From an optimization exercise on the open Yosys and OpenROAD flow, aimed at small area and a short achievable clock period; shortcuts taken in it are not production practice.
Only simulation tests tie the RTL to the original design; equivalence was not proved.
Power figures rest on the tool's default switching activity, not on a simulated workload.

==> flow/design.v <==
module acc_convert (
    input             clk,
    input             rst,
    input             in_valid,
    input      [1:0]  op,
    input             sat,
    input      [5:0]  sh,
    input      [71:0] acc_in,
    input      [31:0] d_in,
    output reg        out_valid,
    output     [31:0] d_out,
    output     [71:0] acc_out,
    output            flag_v,
    output            flag_av
);
    integer i, l;
    wire        neg = acc_in[71];
    wire [5:0]   sh_m33 = sh - 6'd33;
    wire [71:0]  sent   = sh[5] & (sh != 6'd32) ? (72'd1 << sh_m33) : 72'd0;
    wire [127:0] lz_in  = {56'd0, (acc_in ^ {72{neg}}) | sent};
    wire [63:0] v1;  wire [63:0]  p1;
    wire [31:0] v2;  wire [63:0]  p2;
    wire [15:0] v3;  wire [47:0]  p3;
    wire [7:0]  v4;  wire [31:0]  p4;
    wire [3:0]  v5;  wire [19:0]  p5;
    wire [1:0]  v6;  wire [11:0]  p6;
    wire [6:0]  p;
    genvar g;
    generate
        for (g = 0; g < 64; g = g + 1) begin : l1
            assign v1[g] = lz_in[2*g+1] | lz_in[2*g];
            assign p1[g] = lz_in[2*g+1];
        end
        for (g = 0; g < 32; g = g + 1) begin : l2
            assign v2[g] = v1[2*g+1] | v1[2*g];
            assign p2[2*g+1:2*g] = v1[2*g+1] ? {1'b1, p1[2*g+1]} : {1'b0, p1[2*g]};
        end
        for (g = 0; g < 16; g = g + 1) begin : l3
            assign v3[g] = v2[2*g+1] | v2[2*g];
            assign p3[3*g+2:3*g] = v2[2*g+1] ? {1'b1, p2[4*g+3:4*g+2]} : {1'b0, p2[4*g+1:4*g]};
        end
        for (g = 0; g < 8; g = g + 1) begin : l4
            assign v4[g] = v3[2*g+1] | v3[2*g];
            assign p4[4*g+3:4*g] = v3[2*g+1] ? {1'b1, p3[6*g+5:6*g+3]} : {1'b0, p3[6*g+2:6*g]};
        end
        for (g = 0; g < 4; g = g + 1) begin : l5
            assign v5[g] = v4[2*g+1] | v4[2*g];
            assign p5[5*g+4:5*g] = v4[2*g+1] ? {1'b1, p4[8*g+7:8*g+4]} : {1'b0, p4[8*g+3:8*g]};
        end
        for (g = 0; g < 2; g = g + 1) begin : l6
            assign v6[g] = v5[2*g+1] | v5[2*g];
            assign p6[6*g+5:6*g] = v5[2*g+1] ? {1'b1, p5[10*g+9:10*g+5]} : {1'b0, p5[10*g+4:10*g]};
        end
    endgenerate
    assign p = v6[1] ? {1'b1, p6[11:6]} : {1'b0, p6[5:0]};
    wire [6:0]  amt = op[0] ? p : ({1'b0, sh} + 7'd22);
    wire [94:0] x0 = {acc_in, 23'd0};
    wire [95:0] x6 = amt[6] ? {{65{neg}}, x0[94:64]} : {neg, x0};
    wire [63:0] x5 = amt[5] ? x6[95:32] : x6[63:0];
    wire [47:0] x4 = amt[4] ? x5[63:16] : x5[47:0];
    wire [39:0] x3 = amt[3] ? x4[47:8]  : x4[39:0];
    wire [35:0] x2 = amt[2] ? x3[39:4]  : x3[35:0];
    wire [33:0] x1 = amt[1] ? x2[35:2]  : x2[33:0];
    wire [32:0] R  = amt[0] ? x1[33:1]  : x1[32:0];
    wire        st = (amt[6] & (|x0[63:0])) | (amt[5] & (|x6[31:0])) |
                     (amt[4] & (|x5[15:0])) | (amt[3] & (|x4[7:0]))  |
                     (amt[2] & (|x3[3:0]))  | (amt[1] & (|x2[1:0]))  |
                     (amt[0] & x1[0]);
    wire        rnd = R[0] & (~neg | st);
    wire [31:0] rr  = R[32:1] + {31'd0, rnd};
    wire [7:0]  D    = {1'b0, p} - {2'b00, sh};
    wire        dge32 = ~D[7] & (D[6] | D[5]);
    wire        deq30 = (D == 8'd30);
    wire        deq31 = (D == 8'd31);
    wire        dge31 = dge32 | deq31;
    wire        ovf_pos = dge31 | (deq30 & (&R[31:1]) & rnd);
    wire        ovf_neg = dge32 | (deq31 & ~(~R[32] & (&R[31:1]) & rnd));
    wire        mva_v   = sat & (neg ? ovf_neg : ovf_pos);
    wire [31:0] mva_d   = mva_v ? {neg, {31{~neg}}} : rr;
    wire [5:0]  e0       = D[5:0] + 6'd1;
    wire [5:0]  e1       = D[5:0] + 6'd2;
    wire        exact    = ~R[0] & ~st;
    wire        zc       = neg & ~|R[23:1] & exact;   
    wire        e31      = deq30;
    wire        pk_sat   = dge31 | (zc & e31);
    wire        pk_zero  = neg ? (&R[24:1] & R[0] & st) : ~|R[24:0];
    wire        pk_up    = ~neg & rr[23];          
    wire        inc_e    = zc | (pk_up & ~e31);
    wire [23:0] pk_m     = zc    ? 24'hC00000 :
                           pk_up ? {2'b01, {22{e31}}} : rr[23:0];
    wire [5:0]  pk_e     = inc_e ? e1 : e0;
    wire [31:0] pk_d     = pk_zero ? 32'd0 :
                           pk_sat  ? (neg ? 32'h1F800001 : 32'h1F7FFFFF) :
                                     {2'b00, pk_e, pk_m};
    wire        pk_v     = pk_sat | (pk_up & e31);
    wire [23:0] mant  = d_in[23:0];
    wire        mneg  = d_in[23];
    wire [7:0]  S     = {{2{d_in[29]}}, d_in[29:24]} + {2'b00, sh};
    wire [7:0]  S2    = S + 8'd2;                  
    wire        tlo   = S2[7];                     
    wire        tneg  = $signed(S) < 8'sd23;       
    wire [6:0]  k     = tlo ? 7'd0 : S2[6:0];
    wire [4:0]  um1   = tlo ? 5'd24 : (5'd22 - S[4:0]);    
    reg  [25:0] therm;                             
    always @*
        for (i = 0; i < 26; i = i + 1)
            therm[i] = tneg && (i < um1);
    wire [25:0] msx   = {{2{mneg}}, mant};
    wire        c     = tneg & (~mneg | (|(msx & therm)));
    wire [25:0] G     = (msx | therm) + {25'd0, c};
    wire [22:0] mx    = mant[22:0] ^ {23{mneg}};
    reg  [22:0] suf;                               
    always @* begin
        suf[22] = mx[22];
        for (i = 21; i >= 0; i = i - 1)
            suf[i] = suf[i+1] | mx[i];
    end
    wire [4:0]  r     = 5'd30 - S[4:0];
    wire        up_ovf = ($signed(S) >= 8'sd72) & suf[r];
    reg [33:0] X;
    reg        is_d;
    always @(posedge clk) begin
        if (rst)
            out_valid <= 1'b0;
        else
            out_valid <= in_valid;
        is_d <= ~op[1];
        case (op)
            2'd0:    X <= {1'b0, mva_v, mva_d};
            2'd1:    X <= {1'b0, pk_v,  pk_d};
            2'd2:    X <= {k[6], up_ovf, k[5:0], G};
            default: X <= 34'd0;
        endcase
    end
    assign d_out   = is_d ? X[31:0] : 32'd0;
    assign flag_v  = is_d & X[32];
    assign flag_av = ~is_d & X[32];
    wire [25:0]  qG  = X[25:0];
    wire [6:0]   qk  = {X[33], X[31:26]};
    wire         qn  = qG[25];
    wire [127:0] P   = {{102{qn}}, qG} << qk;
    wire [71:0]  up_r = P[96:25];
    assign acc_out = is_d ? 72'd0 :
                     X[32] ? {qn, {71{~qn}}} : up_r;
endmodule
==> flow/flow/run.sh <==
#!/bin/bash
# Standard synthesis, then the standard layout steps with a larger setup
# slack margin, so that timing repair works towards a shorter achieved
# period.  Each step's full output goes to a log file in this folder.
set -euo pipefail
MARGIN=$(cat flow/margin.txt)
bash standard.sh synth > synth.log 2>&1
bash standard.sh SETUP_SLACK_MARGIN=$MARGIN finish > layout.log 2>&1
==> flow/flow/margin.txt <==
13
==> flow/standard.sh <==
#!/bin/bash
# synth_recipe.tcl (not shown) runs the flow's synth.tcl, then flattens the netlist and writes it again
# the make line also repeats each setting of config.mk as NAME=value (left out here)
make -C /OpenROAD-flow-scripts/flow DESIGN_CONFIG=/design/flow/config.mk WORK_HOME=/design/flow/orfs CLKGATE_MAP_FILE= SYNTH_SCRIPT=/design/flow/synth_recipe.tcl "${@:-finish}"
==> flow/config.mk <==
export PLATFORM = sky130hd
export DESIGN_NAME = acc_convert
export DESIGN_NICKNAME = acc_convert
export VERILOG_FILES = /design/flow/design.v
export SDC_FILE = /design/flow/constraint.sdc
export NUM_CORES = 4
export LEC_CHECK = 0
export ABC_AREA = 1
export CAP_MARGIN = 20
export CORE_MARGIN = 2
export CORE_UTILIZATION = 35
export SLEW_MARGIN = 20
==> flow/constraint.sdc <==
create_clock -name core_clock -period 25.0 [get_ports {clk}]
set_input_delay 5.0000 -clock core_clock [delete_from_list [all_inputs] [get_ports {clk}]]
set_output_delay 5.0000 -clock core_clock [all_outputs]
set_load 0.01 [all_outputs]
==> results of run 1 <==
[cell usage after synthesis, drive strengths merged, types with 20 or more instances]
cell type / count
o21ai: 259
inv: 309
xnor2: 57
dfxtp: 36
nand3: 530
nand4: 28
buf: 101
nor3: 33
nand3b: 20
ha: 24
xor2: 46
a21oi: 157
nand2: 1170
clkbuf: 82
nor2: 286
[cell usage in the layout (no fill, tap or decap), drive strengths merged, types with 9 or more instances in the layout]
master,n
a21oi,157
nand2,1171
xor2,46
a31oi,19
nand3b,20
dfxtp,36
mux2i,17
o211ai,17
buf,28
clkdlybuf4s50,218
nor3,33
nor4,19
nor2,287
xnor2,57
nand4,28
inv,308
ha,24
or2,9
o21ai,259
nand3,532
[final cells by class]
| type | instances | area share [%] |
|---|---|---|
| sequential | 36 | 3.89 |
| antenna | 1 | 0.0135 |
| clock inverter | 1 | 0.0405 |
| clock buffer | 7 | 0.770 |
| inverter | 312 | 6.39 |
| tap | 600 | 4.05 |
| multi-input combinational | 2741 | 71.7 |
| timing repair buffer | 247 | 13.1 |
[power by group through the flow]
stage | logic, mW | clock network (mW) | registers [mW]
6_report | 0.794 | 0.0621 | 0.0828
2_1_floorplan | 0.534 | 0 | 0.0764
5_1_grt | 0.880 | 0.0651 | 0.0845
3_3_place_gp | 0.775 | 0 | 0.0841
3_5_place_dp | 0.775 | 0 | 0.0840
4_1_cts | 0.778 | 0.0624 | 0.0829
[how the worst max path moves through the flow]
stage / to / cells after the start / slack (ns)
2_1_floorplan: X[21] / 35 / 15.53
3_3_place_gp: X[6] / 35 / 12.33
3_5_place_dp: X[6] / 35 / 12.34
4_1_cts: X[10] / 35 / 13.10
5_1_grt: X[10] / 38 / 12.99
6_report: X[8] / 38 / 13.66
[kinds of logic (layout without fill, tap and decap cells)]
group | count (synthesis) | count (layout) | share of synthesized area (%)
xor gates and xnor gates | 103 | 103 | 5.65
other | 0 | 1 | 0
and+or+nand+nor | 2100 | 2104 | 56.7
muxes | 17 | 17 | 1.06
buffers and inverters | 496 | 567 | 13.6
AOI/OAI and AO/OA | 491 | 491 | 16.5
DFF | 36 | 36 | 4.48
adders and majority gates | 26 | 26 | 2.11
[state kept, by name, indices dropped and copies added, names as in the netlist]
register and flops:
X 34, is_d 1, out_valid 1
[metrics by stage]
stage	hold slack (ns)	instances
after detailed placement	5.53	3930
after global placement	5.52	3930
after global routing	5.25	3944
after floorplan	5.07	3269
after CTS	5.24	3938
final	5.24	3945
[timing repair]
action,CTS,global route
setup buffers,0,2
setup endpoints to repair,30,32
hold endpoints to repair,0,0
pin swaps,0,2
cloned,0,4
gates resized for setup,3,17
[layer usage]
metal / routed length (um) / GRT usage, % / part of all wire [%] / vias to the layer above
li1: - / - / - / 10813
met4: 2200 / 7.60 / 3.2 / 4
met5: 31 / 0 / 0.045 / -
met2: 30600 / 45.2 / 45 / 1054
met3: 6450 / 3.55 / 9.4 / 149
met1: 29200 / 36.6 / 43 / 9645
[critical path, delay by kind of cell]
kind / cells / cell delay, ns
AO/OA/AOI/OAI: 1 / 0.26
adder cells (fa/ha/maj): 2 / 0.42
buffers and inverters: 5 / 1.30
AND/OR/NAND/NOR: 30 / 4.40
==> results.tsv, run 1 <==
metric	value	unit
yosys_register_bits	36	
firstDrtPassIters	8	
critical_path.max_stage_delay	0.65	ns
power_density	50.7	mW/mm^2
clock_sinks	36	
hold_viol_final	0	
crit_top_cell	nand2_1	
rows	78	
min_from	in_valid	
io_buffers	220	
power	939	uW
ys_top_cells_by_area	nand2_1 (27%), nand3_1 (16%), o21ai_0 (7.8%)	
cts-root-buf	clkbuf_16	
start_kind	primary input	
core-area	0.0454	sq mm
yosys_warnings	1	
placed_cell_area	0.0182	sq mm
slew_violations	0	
p_clk_share	6.6	%
ys.flop_type	dfxtp_1	
synth-edff-count	0	
min_path_cells	3	
status	complete, no violations	
die_w	218	um
via_per_inst	5.49	
p_leak	8.98	nW
period_share	45.3	%
grt_setup_unrepaired	true	
arrival	11.41	ns
dieHeight	218	um
ff_latch_area	721	sq um
yosysTopAreaCellShare	26.5	%
drc	0	
drt_iter0_drc	2676	
path_clk_slew	0.05	ns
synth_seq_area_share	4.48	%
setup_violations	0	
grt_usage	27.2	%
grt_max_degree	76	
cp-end-kind	register	
grt_first_pass_wirelength	105000	um
hpwl	53800	um
switching_share	59.9	%
place_congestion	1.01	
fill_cells	5260	
path_max_fanout	35	
final_util	40.8	%
syn_avg_cell_area	4.92	sq um
max_freq	0.0882	GHz
vias	21665	
routed_wl	68500	um
criticalPathCategory	primary input to register	
setup-tns-final	0	ns
ctsHoldBuffers	0	
switchingPower	563	uW
crit_slowest_cell	clkdlybuf4s50_1	
async_reset_ff_share	0	%
synth_cells	3269	
combPwrFrac	84.6	%
design_area	0.0185	sq mm
syn-num-nets	3411	
hp-class	primary input to register	
die_area	0.0477	sq mm
grt.overflow.total	0	
cts-htree-levels	2	
p_int	377	uW
drv_cap	0	
place_ws	12.34	ns
cts_tree	built	
clockBufferDepth	2	
ant_nets	0	
synth_top_area_cell	nand2_1	
drive_gt1_share	4.34	%
fin_ws	13.66	ns
multi_input_area	0.0133	sq mm
min_period	11.34	ns
synthesis.area	0.0161	sq mm
critPathLaunch	sh[2]	
relSlewSlack	31.0	%
grt_pass1_vias	18856	
tightest_slew	1.03	ns
nets	3485	
hold_path_end	out_valid	
wl_per_cell	17.4	um
initial_utilization	35.5	%
grt_antenna_before_repair	3	
vdd_drop_max	0.0299	mV
synth.distinct_cells	58	
area_growth	15.1	%
io_pins	223	
cts_buffers	5	
crit_required	25.07	ns
seq_power_share	8.8	%
==> run 2: changes to the inputs <==
==> flow/run.sh (new file) <==
#!/bin/bash
# synth_recipe.tcl (not shown) runs the flow's synth.tcl, then flattens the netlist and writes it again
# the make line also repeats each setting of config.mk as NAME=value (left out here)
make -C /OpenROAD-flow-scripts/flow DESIGN_CONFIG=/design/flow/config.mk WORK_HOME=/design/flow/orfs CLKGATE_MAP_FILE= SYNTH_SCRIPT=/design/flow/synth_recipe.tcl finish
removed: flow/flow/run.sh
removed: flow/flow/margin.txt
removed: flow/standard.sh
==> results.tsv, run 2 <==
metric	value	unit	change
status	complete, no violations		
io_buffers	220		unchanged
hp-class	primary input to register		
relSlewSlack	30.6	%	-0.39 points
crit_required	25.07	ns	about the same
largest_reg_flops	34		unchanged
synth.distinct_cells	58		unchanged
placed_cell_area	0.0182	sq mm	unchanged
period_share	50.6	%	+5.3 points
grt_pass1_vias	18844		-0.064%
seq_power_share	8.8	%	about the same
switching_share	59.9	%	about the same
clockBufferDepth	2		unchanged
async_reset_ff_share	0	%	unchanged
core-area	0.0454	sq mm	unchanged
crit_slowest_cell	buf_4		
design_area	0.0184	sq mm	-0.66%
dieHeight	218	um	unchanged
wl_per_cell	17.1	um	-1.5%
synth_top_area_cell	nand2_1		
path_max_fanout	75		+110%
ff_latch_area	721	sq um	unchanged
min_period	12.66	ns	+1.32 ns
postCtsSetupBuffers	0		unchanged
rows	78		unchanged
initial_utilization	35.5	%	unchanged
start_kind	primary input		
firstDrtPassIters	6		-2
setup_violations	0		unchanged
layout_commonest_cell	nand2_1		
area_growth	14.3	%	
cp-end-kind	register		
regMostFlops	X		
power_density	50.9	mW/mm^2	+0.25%
slew_violations	0		unchanged
vias	21410		-1.2%
ys_top_cells_by_area	nand2_1 (27%), nand3_1 (16%), o21ai_0 (7.8%)		
nets	3479		-0.17%
via_per_inst	5.43		-1.1%
grt_antenna_before_repair	3		unchanged
path_clk_slew	0.05	ns	about the same
ys.flop_type	dfxtp_1		
grt_first_pass_wirelength	105000	um	about the same
drt_iter0_drc	2602		-2.8%
combPwrFrac	84.5	%	about the same
ant_nets	0		unchanged
routed_wl	67400	um	-1.6%
drv_cap	0		unchanged
die_area	0.0477	sq mm	unchanged
ctsHoldBuffers	0		unchanged
hold_viol_final	0		unchanged
syn_avg_cell_area	4.92	sq um	unchanged
criticalPathCategory	primary input to register		
syn-num-nets	3411		unchanged
arrival	12.73	ns	+1.32 ns
p_clk_share	6.7	%	about the same
yosysMostFrequentCell	nand2_1		
cts-root-buf	clkbuf_16		
clock_sinks	36		unchanged
yosysTopAreaCellShare	26.5	%	unchanged
grt_usage	27.2	%	about the same
tightest_slew	1.04	ns	+0.00583 ns
final_cell_mix	nand2_1 (1138), nand3_1 (513), inv_1 (295)		
largest_registers	X: 34 flops, is_d: 1 flops, out_valid: 1 flops		
grt.overflow.total	0		unchanged
synth_seq_area_share	4.48	%	unchanged
drive_gt1_share	4.01	%	-0.32 points
synthTopCellsByCount	nand2_1 (1138), nand3_1 (514), inv_1 (296), nor2_1 (265), o21ai_0 (250)		
vdd_drop_max	0.0303	mV	+1.3%
grt_setup_unrepaired	false		
cts_buffers	5		unchanged
synth_cells	3269		unchanged
yosys_register_bits	36		unchanged
drc	0		unchanged
multi_input_area	0.0132	sq mm	-0.54%
critical_path.max_stage_delay	0.81	ns	+0.16 ns
p_leak	8.95	nW	-0.44%
p_int	376	uW	-0.29%
synthesis.area	0.0161	sq mm	unchanged
instances_no_fill	3940		-0.13%
cts-htree-levels	2		unchanged
setup-tns-final	0	ns	unchanged
place_congestion	1.01		unchanged
yosys_warnings	1		unchanged
grt_max_degree	76		unchanged
hpwl	53800	um	unchanged
io_pins	223		unchanged
synth-edff-count	0		unchanged
holdWs	5.24	ns	+0.000100 ns
die_w	218	um	unchanged
max_freq	0.0790	GHz	-10%
crit_top_cell	nand2_1		
dpl.cell_count	3930		unchanged
cts_tree	built		
fill_cells	5269		+0.17%
cts_resized	0		-3
final_util	40.5	%	-0.27 points
switchingPower	560	uW	-0.49%
-- run 2: cell counts after synthesis --
No cell type changed its count.
-- run 2: cell families (layout without fill, tap and decap cells) --
family          count (synthesis)  in the layout  synth area share (%)
other cells                     0              2                     0
simple gates                 2100           2100                  56.7
compound gates                491            491                  16.5
fa+ha+maj                      26             26                  2.11
flops                          36             36                  4.48
xor+xnor                      103            103                  5.65
mux                            17             17                  1.06
buf+inv                       496            565                  13.6
-- run 2: final cells by class --
cell class | instances | area share [%]
Antenna cell | 2 | 0.0272
Clock buffer | 7 | 0.775
Clock inverter | 1 | 0.0408
Inverter | 312 | 6.39
Multi-Input combinational cell | 2737 | 71.8
Sequential cell | 36 | 3.92
Tap cell | 600 | 4.08
Timing Repair Buffer | 245 | 13.0
-- run 2: worst paths after layout --
check,end,startpoint,cells after the start
setup / recovery,X[8],acc_in[71],35
hold / removal,out_valid,in_valid,3
-- run 2: routing by layer --
metal	track usage (%)	share of wire (%)	up-vias	wire length [um]
met4	7.44	2.8	4	1880
met5	0	0.046	-	31
met1	36.6	44	9627	29400
met3	3.52	8.5	114	5710
li1	-	-	10795	-
met2	45.3	45	870	30400
-- run 2: power by group through the flow --
stage | Combinational, mW | Sequential, mW | Clock [mW]
2_1_floorplan | 0.534 | 0.0764 | 0
3_5_place_dp | 0.775 | 0.0840 | 0
3_3_place_gp | 0.775 | 0.0841 | 0
6_report | 0.790 | 0.0827 | 0.0623
5_1_grt | 0.877 | 0.0845 | 0.0651
4_1_cts | 0.778 | 0.0829 | 0.0624
-- run 2: per-stage QoR --
step / power (mW) / setup WS (ns)
after floorplan: 0.611 / 15.53
after global placement: 0.859 / 12.33
after detailed placement: 0.859 / 12.34
after CTS: 0.923 / 12.62
after global routing: 1.03 / 11.68
final: 0.935 / 12.34
-- run 2: worst max-delay path: cells and delay by family --
| family | cells | cell delay (ns) |
|---|---|---|
| simple gates | 25 | 4.33 |
| buf+inv | 6 | 2.15 |
| compound gates | 3 | 0.93 |
| fa+ha+maj | 1 | 0.18 |

==> what the ideal ports hide <==
The results above use ideal ports. As a check the final layouts listed here were re-extracted and re-timed, cells and wires unchanged.
Step 1 assumes that a clkbuf_16 drives the clock port and a buf_2 every other input.
Step 2, shift: input delay + t, output delay - t, t = (earliest + latest rising clock arrival at the registers) / 2. This alone moves slack from input paths to output paths.
Slacks: no drivers / after step 1 / after step 2; pairs: no drivers / after step 1.
run	t (ns)	setup slack, ns	worst setup path at the end
run 1	0.318	13.664 / 13.628 / 13.310	input to register
run 2	0.318	12.344 / 12.356 / 12.038	input to register
After both steps every run listed still meets setup and hold. The setup slack of run 1, which loses most, moves by -0.036 ns with the drivers and by -0.354 ns with both steps.
